What follows belongs to an exercise in optimizing a design on an open flow for small area, a short achievable clock period and few clock cycles; a production flow would make more cautious choices. In this exercise RTL edits were held to simulation tests only and were not proved equivalent to the original. Power is estimated from default activity; no workload was simulated.

==> flow/design.v <==
module pred_expand (
    input  wire        clk,
    input  wire        rst,
    input  wire        cmd_valid,
    output wire        cmd_ready,
    input  wire [14:0] cmd_size,
    input  wire        in_valid,
    output wire        in_ready,
    input  wire [7:0]  in_data,
    input  wire        in_last,
    output wire        out_valid,
    input  wire        out_ready,
    output wire [7:0]  out_data,
    output wire        done_valid,
    output wire        done_err
);
    reg st_idle, st_hdr, st_res, st_zero, st_end, st_done;
    reg [14:0] remain;       
    reg [5:0]  opos;         
    reg        emit_d;
    reg [2:0]  pred;
    reg [2:0]  k;
    reg        c;
    reg        seen_last;
    reg        err;
    reg [31:0] bbuf;         
    reg [5:0]  rp;           
    reg [2:0]  wp;           
    wire [5:0] bcnt = {wp, 3'd0} - rp;    
    reg        t_valid;
    reg [8:0]  t_u;
    reg        o_valid;
    reg [7:0]  o_data;
    reg [7:0]  hist [1:7];
    wire o_free  = !o_valid || out_ready;
    wire x_take  = t_valid && o_free;
    wire t_free  = !t_valid || o_free;
    wire active  = st_hdr || st_res || st_zero;
    wire [2:0] slots = wp - rp[5:3];
    wire [3:0] rpk7  = {1'b0, rp[2:0]} + {1'b0, k};
    wire room    = !slots[2] ||
                   (st_res && t_free && (rpk7 >= 4'd7)) ||
                   (st_hdr && t_free && (rp[2:0] >= 3'd5));
    assign in_ready = !seen_last && ((active && room) || st_end);
    wire in_fire = in_valid && in_ready;
    wire [31:0] r1 = rp[0] ? {bbuf[0],    bbuf[31:1]}  : bbuf;
    wire [31:0] r2 = rp[1] ? {r1[1:0],    r1[31:2]}    : r1;
    wire [31:0] r3 = rp[2] ? {r2[3:0],    r2[31:4]}    : r2;
    wire [31:0] r4 = rp[3] ? {r3[7:0],    r3[31:8]}    : r3;
    wire [23:0] w  = rp[4] ? {r4[7:0],    r4[31:16]}   : r4[23:0];
    reg  [15:0] ones;        
    reg  [15:0] zoh;         
    reg  [6:0]  fw;          
    integer i, j;
    always @(*) begin
        for (j = 0; j < 16; j = j + 1)
            ones[j] = &(w[15:0] | ~({16{1'b1}} >> (15 - j)));
        zoh[0] = !w[0];
        for (j = 1; j < 16; j = j + 1)
            zoh[j] = !w[j] && ones[j-1];
        for (i = 0; i < 7; i = i + 1) begin
            fw[i] = 1'b0;
            for (j = 0; j < 16; j = j + 1)
                fw[i] = fw[i] | (zoh[j] & w[j + 1 + i]);
        end
    end
    wire        esc = ones[15];
    wire [3:0]  z;
    assign z[3] = ones[7];
    assign z[2] = (ones[3] && !ones[7]) || ones[11];
    assign z[1] = (ones[1] && !ones[3]) || (ones[5] && !ones[7]) ||
                  (ones[9] && !ones[11]) || ones[13];
    assign z[0] = (ones[0] && !ones[1]) || (ones[2] && !ones[3]) ||
                  (ones[4] && !ones[5]) || (ones[6] && !ones[7]) ||
                  (ones[8] && !ones[9]) || (ones[10] && !ones[11]) ||
                  (ones[12] && !ones[13]) || ones[14];
    reg  [8:0]  u_n;
    always @(*) begin
        for (i = 0; i < 9; i = i + 1)
            u_n[i] = (i < k) ? fw[i] : (i - k < 4) ? z[i - k] : 1'b0;
    end
    wire [7:0]  u_e    = w[23:16];
    wire [8:0]  u9     = esc ? {1'b0, u_e} : u_n;
    wire [6:0]  bck    = {1'b0, bcnt} - 7'd1 - {4'd0, k};
    reg  [15:0] zm;          
    always @(*) begin
        for (j = 0; j < 16; j = j + 1)
            zm[j] = !bck[6] && (bck[5:0] >= j[5:0]);
    end
    wire        have_n = |(~w[15:0] & zm);
    wire        have_e = (bcnt >= 6'd24);
    wire        have_r = have_n || (esc && have_e);
    reg  [7:0]  above_k, from_km1;
    always @(*) begin
        for (j = 0; j < 8; j = j + 1) begin
            above_k[j]  = (j > k);
            from_km1[j] = (j + 1 >= k);
        end
    end
    wire        grow   = esc ? |(u_e & above_k) : (w[0] && w[1]);
    wire        shrink = (k != 3'd0) && (esc ? !(|(u_e & from_km1)) : (!w[0] && !w[k]));
    wire [2:0]  k_inc  = (k == 3'd7) ? 3'd7 : k + 3'd1;
    wire [2:0]  k_dec  = k - 3'd1;
    wire [2:0]  k_next = grow ? k_inc : (shrink && c) ? k_dec : k;
    wire        c_next = shrink && !c && !grow;
    wire        hdr_zero = (w[2:0] == 3'd7);
    wire        have_h   = hdr_zero ? (bcnt >= 6'd3) : (bcnt >= 6'd6);
    wire act_hdr = st_hdr  && t_free;
    wire act_res = st_res  && t_free;
    wire act_zer = st_zero && t_free;
    wire take_h  = act_hdr && have_h;
    wire take_r  = act_res && have_r;
    wire starved = ((act_hdr && !have_h) || (act_res && !have_r)) && seen_last;
    wire emit    = take_r || act_zer;
    wire last_job    = emit_d ? (remain == 15'd2) : (remain == 15'd1);
    wire last_stripe = emit_d ? (opos == 6'd62)   : (opos == 6'd63);
    wire [5:0] rpk    = rp + 6'd1 + {3'd0, k};
    wire [5:0] rz3    = z[3] ? rpk + 6'd8 : rpk;
    wire [5:0] rz2    = z[2] ? rz3 + 6'd4 : rz3;
    wire [5:0] rz1    = z[1] ? rz2 + 6'd2 : rz2;
    wire [5:0] rz0    = z[0] ? rz1 + 6'd1 : rz1;
    wire [5:0] rp_res = esc ? rp + 6'd24 : rz0;
    wire [5:0] rp_hdr = rp + (hdr_zero ? 6'd3 : 6'd6);
    reg [7:0] pa;
    always @(*) begin
        case (pred)
            3'd0:    pa = o_data;
            3'd1:    pa = hist[1];
            3'd2:    pa = hist[3];
            3'd3:    pa = hist[7];
            3'd4:    pa = {o_data[6:0], 1'b0};
            default: pa = 8'd0;
        endcase
    end
    wire       p4  = (pred == 3'd4);
    wire [7:0] pb  = p4 ? ~hist[1] : 8'd0;
    wire [7:0] r   = t_u[8:1] ^ {8{t_u[0]}};
    wire [7:0] cs  = pa ^ pb ^ r;
    wire [7:0] cc  = (pa & pb) | (pa & r) | (pb & r);
    wire [7:0] cb  = {cc[6:0], p4};
    wire [4:0] slo = {1'b0, cs[3:0]} + {1'b0, cb[3:0]};
    wire [3:0] sh0 = cs[7:4] + cb[7:4];
    wire [3:0] sh1 = cs[7:4] + cb[7:4] + 4'd1;
    wire [7:0] sum = {slo[4] ? sh1 : sh0, slo[3:0]};
    reg  [7:0] x;
    always @(*) begin
        case (pred)
            3'd5:    x = t_u[7:0] ^ hist[7];
            3'd7:    x = 8'd0;
            default: x = sum;
        endcase
    end
    assign out_valid  = o_valid;
    assign out_data   = o_data;
    assign cmd_ready  = st_idle;
    assign done_valid = st_done;
    assign done_err   = err;
    integer n;
    always @(posedge clk) begin
        if (in_fire) begin
            case (wp[1:0])
                2'd0: bbuf[7:0]   <= in_data;
                2'd1: bbuf[15:8]  <= in_data;
                2'd2: bbuf[23:16] <= in_data;
                default: bbuf[31:24] <= in_data;
            endcase
        end
        if (t_free) t_u <= u9;
        if (x_take) begin
            o_data  <= x;
            hist[1] <= o_data;
            for (n = 2; n < 8; n = n + 1) hist[n] <= hist[n-1];
        end
        if (rst) begin
            st_idle   <= 1'b1;
            st_hdr    <= 1'b0;
            st_res    <= 1'b0;
            st_zero   <= 1'b0;
            st_end    <= 1'b0;
            st_done   <= 1'b0;
            pred      <= 3'd0;
            k         <= 3'd0;
            c         <= 1'b0;
            t_valid   <= 1'b0;
            o_valid   <= 1'b0;
        end else begin
            if (take_r)      rp <= rp_res;
            else if (take_h) rp <= rp_hdr;
            wp <= wp + {2'b0, in_fire};
            if (in_fire && in_last) seen_last <= 1'b1;
            if (emit)        t_valid <= 1'b1;
            else if (x_take) t_valid <= 1'b0;
            if (x_take)         o_valid <= 1'b1;
            else if (out_ready) o_valid <= 1'b0;
            if (take_h) begin
                pred <= w[2:0];
                k    <= w[5:3];
                c    <= 1'b0;
            end
            if (take_r) begin
                k <= k_next;
                c <= c_next;
            end
            emit_d <= emit;
            if (emit_d) begin
                remain <= remain - 15'd1;
                opos   <= opos + 6'd1;
            end
            if (st_idle && cmd_valid) begin
                st_idle <= 1'b0;
                st_hdr  <= 1'b1;
                remain  <= cmd_size;
            end
            if (take_h) begin
                st_hdr  <= 1'b0;
                st_zero <= hdr_zero;
                st_res  <= !hdr_zero;
            end
            if (emit && (last_job || last_stripe)) begin
                st_res  <= 1'b0;
                st_zero <= 1'b0;
                st_end  <= last_job;
                st_hdr  <= !last_job;
            end
            if (starved) begin
                err     <= 1'b1;
                st_hdr  <= 1'b0;
                st_res  <= 1'b0;
                st_end  <= 1'b1;
            end
            if (st_end && seen_last && !t_valid && o_free) begin
                st_end  <= 1'b0;
                st_done <= 1'b1;
            end
            if (st_done) begin
                st_done <= 1'b0;
                st_idle <= 1'b1;
            end
        end
        if (rst || st_idle) begin
            opos      <= 6'd0;
            emit_d    <= 1'b0;
            rp        <= 6'd0;
            wp        <= 3'd0;
            seen_last <= 1'b0;
            err       <= 1'b0;
            o_data    <= 8'd0;
            for (n = 1; n < 8; n = n + 1) hist[n] <= 8'd0;
        end
    end
endmodule
make LEC_CHECK=0 ABC_AREA=1 CAP_MARGIN=20 CORE_MARGIN=2 CORE_UTILIZATION=40 PLACE_DENSITY=0.6 SETUP_SLACK_MARGIN=2.25 SLEW_MARGIN=20 finish   # period 6.5 ns
run.sh (not shown) runs the stock make flow with config.mk's settings and CLKGATE_MAP_FILE= SYNTH_SCRIPT=/design/flow/synth_recipe.tcl, a recipe that flattens the netlist after the stock synthesis.
Testbench counts at the start, summed over its fixed seeds: cycles 409,183.
Next try:
--- a/flow/design.v
+++ b/flow/design.v
@@ -36,14 +36,16 @@
     wire x_take  = t_valid && o_free;
     wire t_free  = !t_valid || o_free;
     wire active  = st_hdr || st_res || st_zero;
     wire [2:0] slots = wp - rp[5:3];
     wire [3:0] rpk7  = {1'b0, rp[2:0]} + {1'b0, k};
-    wire room    = !slots[2] ||
-                   (st_res && t_free && (rpk7 >= 4'd7)) ||
-                   (st_hdr && t_free && (rp[2:0] >= 3'd5));
-    assign in_ready = !seen_last && ((active && room) || st_end);
+    wire room_ext    = (st_res && (rpk7 >= 4'd7)) || (st_hdr && (rp[2:0] >= 3'd5));
+    wire t_free_reg  = !t_valid || !o_valid;
+    wire rdy_base    = !seen_last && ((active && !slots[2]) || st_end);
+    wire rdy_if_free = !seen_last && active && room_ext;
+    wire rdy_now     = rdy_base || (rdy_if_free && t_free_reg);
+    assign in_ready  = rdy_now || (rdy_if_free && out_ready);
     wire in_fire = in_valid && in_ready;
     wire [31:0] r1 = rp[0] ? {bbuf[0],    bbuf[31:1]}  : bbuf;
     wire [31:0] r2 = rp[1] ? {r1[1:0],    r1[31:2]}    : r1;
     wire [31:0] r3 = rp[2] ? {r2[3:0],    r2[31:4]}    : r2;
     wire [31:0] r4 = rp[3] ? {r3[7:0],    r3[31:8]}    : r3;
Outcome:
- routed wire length decreases by 5.3%
- sequential cell count is unchanged
- hold slack hardly moves
- worst setup slack is worse by 0.026 ns
- register-to-register slack got worse by 0.13 ns
- non-clock buffer count rose by 5
- total power fell by 27%
- fmax decreases by 0.65%
- final area decreases by about 3.4%
- combinational power decreases by about 50%
- core utilization came out higher by 0.24 points
- area after synthesis came out lower by 4.4%
- die area came out lower by 4.3%
Testbench counts after the change, summed over its fixed seeds: cycles 409,183.

==> port drivers added, routing unchanged <==
How much do the figures lean on ideal ports? The routed layouts below were timed once more, with nothing changed but the port constraints.
Step 1 (the two cells are an assumption about what drives the block):
set clk [get_ports {clk}]
set_driving_cell -lib_cell sky130_fd_sc_hd__clkbuf_16 $clk
set_driving_cell -lib_cell sky130_fd_sc_hd__buf_2 [delete_from_list [all_inputs] $clk]
Step 2 also shifts input and output timing later by t, the mid clock arrival at the registers, as if the neighbouring blocks saw the same clock.
Slacks: ideal / step 1 / step 2; pairs: ideal / step 1.
run	t (ns)	setup slack, ns	worst setup path at the end	worst slew at a driven data input, ns	pins driven straight from the clock port
the first run	0.487	2.446 / 2.425 / 2.425	input to output	0.03	1
the second run	0.491	2.420 / 2.420 / 2.420	register to register	0.04	1
After both steps every run listed still meets setup and hold. The setup slack of the first run, which loses most, moves by -0.021 ns with the drivers and by -0.021 ns with both steps.
